Source: an optimization exercise on an open RTL-to-GDS flow (aim: small area, a short achievable clock period and few clock cycles per item). Production flows keep margins and buffers that such runs may drop.
Only simulation tests tie the RTL to the original design; equivalence was not proved.

Design ustep_ref, start of the top module:
module ustep_ref (
    input  wire               clk,
    input  wire               rst,
    input  wire               in_valid,
    output wire               in_ready,
    input  wire        [25:0] in_pos,         
    input  wire        [1:0]  in_target,      
    input  wire        [11:0] in_run,
    input  wire        [11:0] in_hold,
    input  wire        [11:0] in_boost,
    input  wire        [7:0]  in_slew,
    input  wire               in_reverse,
    input  wire        [9:0]  in_phase_ofs,
    output reg                out_valid,
    output reg  signed [15:0] out_iref1,
    output reg  signed [15:0] out_iref2,
    output reg         [11:0] out_scale
);
    assign in_ready = 1'b1;
    wire [11:0] target_sel = in_target[1] ? (in_target[0] ? in_boost : in_run) : in_hold;
    reg        s0_valid;
    reg [13:0] s0_pos;        
    reg        s0_cin;        
    reg [9:0]  s0_ofs;
    reg [11:0] s0_tsel;       
    reg [11:0] s0_run;
    reg        s0_boost_run;  
    reg        s0_off;
    reg [7:0]  s0_slew;
    always @(posedge clk) begin
        if (rst)
            s0_valid <= 1'b0;
        else
            s0_valid <= in_valid;
        s0_pos    <= in_reverse ? ~in_pos[25:12] : in_pos[25:12];
        s0_cin    <= in_reverse & (in_pos[11:0] == 12'd0);
        s0_ofs    <= in_phase_ofs;
        s0_tsel   <= target_sel;
        s0_run    <= in_run;
        s0_boost_run <= (in_target == 2'd3) && (in_boost == 12'd0);
        s0_off    <= (in_target == 2'd0);
        s0_slew   <= in_slew;
    end
    reg        energised;
    reg [11:0] eff_scale;
    wire [11:0] s0_tscale = s0_boost_run ? s0_run : s0_tsel;
    wire        step_up = s0_tscale > eff_scale;
    wire [13:0] cand    = step_up ? {2'b00, eff_scale} + {6'd0, s0_slew}
  ...
Size: ~3,900 cells after synthesis, ~27,000 um2 of cells after synthesis.
clock: 22.0 ns
lec_check: 0
abc_area: 1
cap_margin: 20
core_margin: 2
core_utilization: 40
cts_cluster_diameter: 150
cts_cluster_size: 20
slew_margin: 60
synth_memory_max_bits: 65536
standard.sh (not shown) runs the stock make flow with config.mk's settings and CLKGATE_MAP_FILE= SYNTH_SCRIPT=/design/flow/synth_recipe.tcl, a recipe that flattens the netlist after the stock synthesis.
==> flow/flow/run.sh <==
#!/bin/bash
# The standard layout (standard.sh), with one change: the input and
# output port buffers are buf_2 cells instead of buffer_ports' default pick
# (clkdlybuf4s50_1), which is larger and slower. The whole ORFS output goes
# to standard.log in the work folder.
set -euo pipefail
export BUFFER_PORTS_ARGS="-buffer_cell sky130_fd_sc_hd__buf_2"
bash standard.sh > standard.log 2>&1
The baseline completed without violations.
Testbench counts at the start, summed over its fixed seeds: cycles 24,032, items 24,000.
Rerun with:
- SLEW_MARGIN: 60 -> 70
=> The changed run went through all stages and came out clean; global-route usage stays flat; core utilization grows by 0.30 points; wire length came out lower by 0.56%; fmax came out higher by 1.9%; cell area went up by 0.70%; setup slack is better by 0.10 ns; sequential share of layout area barely changes; worst hold slack gets worse by 0.0031 ns; synthesized cell count stays the same.

ustep_ref, a different RTL version from the one above (not shown whole).
Size: roughly 4700 cells after synthesis, roughly 220 flip-flops, about 130 I/O pins, ~0.031 mm^2 of cells after synthesis.
Settings: LEC_CHECK=0, ABC_AREA=1, CAP_MARGIN=20, CORE_MARGIN=2, CORE_UTILIZATION=55, SLEW_MARGIN=60, SYNTH_MEMORY_MAX_BITS=65536; clock period 22.0 ns.
==> flow/flow/run.sh <==
#!/bin/bash
set -e
export BUFFER_PORTS_ARGS="-buffer_cell sky130_fd_sc_hd__buf_4"
bash standard.sh > standard.log 2>&1
The first run finished clean.
Testbench counts at the start, summed over its fixed seeds: cycles 24,032, items 24,000.
Edit:
==> flow/flow/run.sh (replaced) <==
#!/bin/bash
# The standard layout (standard.sh), with one change: the input and
# output port buffers are buf_2 cells instead of buffer_ports' default pick
# (clkdlybuf4s50_1), which is larger and slower. The whole ORFS output goes
# to standard.log in the work folder.
set -euo pipefail
export BUFFER_PORTS_ARGS="-buffer_cell sky130_fd_sc_hd__buf_2"
bash standard.sh > standard.log 2>&1
--- a/flow/config.mk
+++ b/flow/config.mk
@@ -11 +11,3 @@
-export CORE_UTILIZATION = 55
+export CORE_UTILIZATION = 40
+export CTS_CLUSTER_DIAMETER = 150
+export CTS_CLUSTER_SIZE = 20
=>
- The changed run finished with timing, DRC and antenna clean
- cell area is lower by 0.96%
- cell count climbs by 4.6%
- utilization went down by 17 points
- worst hold slack loses 0.014 ns
- count of clock-buffer cells in the layout decreases by 16
- non-clock buffer count is higher by 3

==> what the ideal ports hide <==
No port has a modelled driver above. Below, the same layouts with a new extraction and two added sets of constraints.
Step 1 (the two cells are an assumption about what drives the block):
set clk [get_ports {clk}]
set_driving_cell -lib_cell sky130_fd_sc_hd__clkbuf_16 $clk
set_driving_cell -lib_cell sky130_fd_sc_hd__buf_2 [delete_from_list [all_inputs] $clk]
Step 2 moves the port delays by t, midway between the first and last clock arrival at a register: inputs arrive t later, outputs are due t later. That takes back most of the time a late clock gives input paths.
Three values: ideal, step 1, step 2; two values: the first two.
run	t (ns)	setup WS [ns]	worst setup path at the end	worst data-port slew with drivers (ns)	pins driven straight from the clock port
the first run of note 1	0.577	16.442 / 16.442 / 16.442	register to register	0.07	1
the second run of note 1	0.577	16.545 / 16.482 / 16.694	input to register	0.07	1
the first run of note 2	0.635	16.484 / 16.444 / 16.061	input to register	0.04	1
the second run of note 2	0.590	16.508 / 16.446 / 15.966	input to register	0.09	1
After both steps every run listed still meets setup and hold. For the second run of note 2, which loses most, drivers alone change the setup slack by -0.062 ns; drivers and shift together by -0.542 ns.
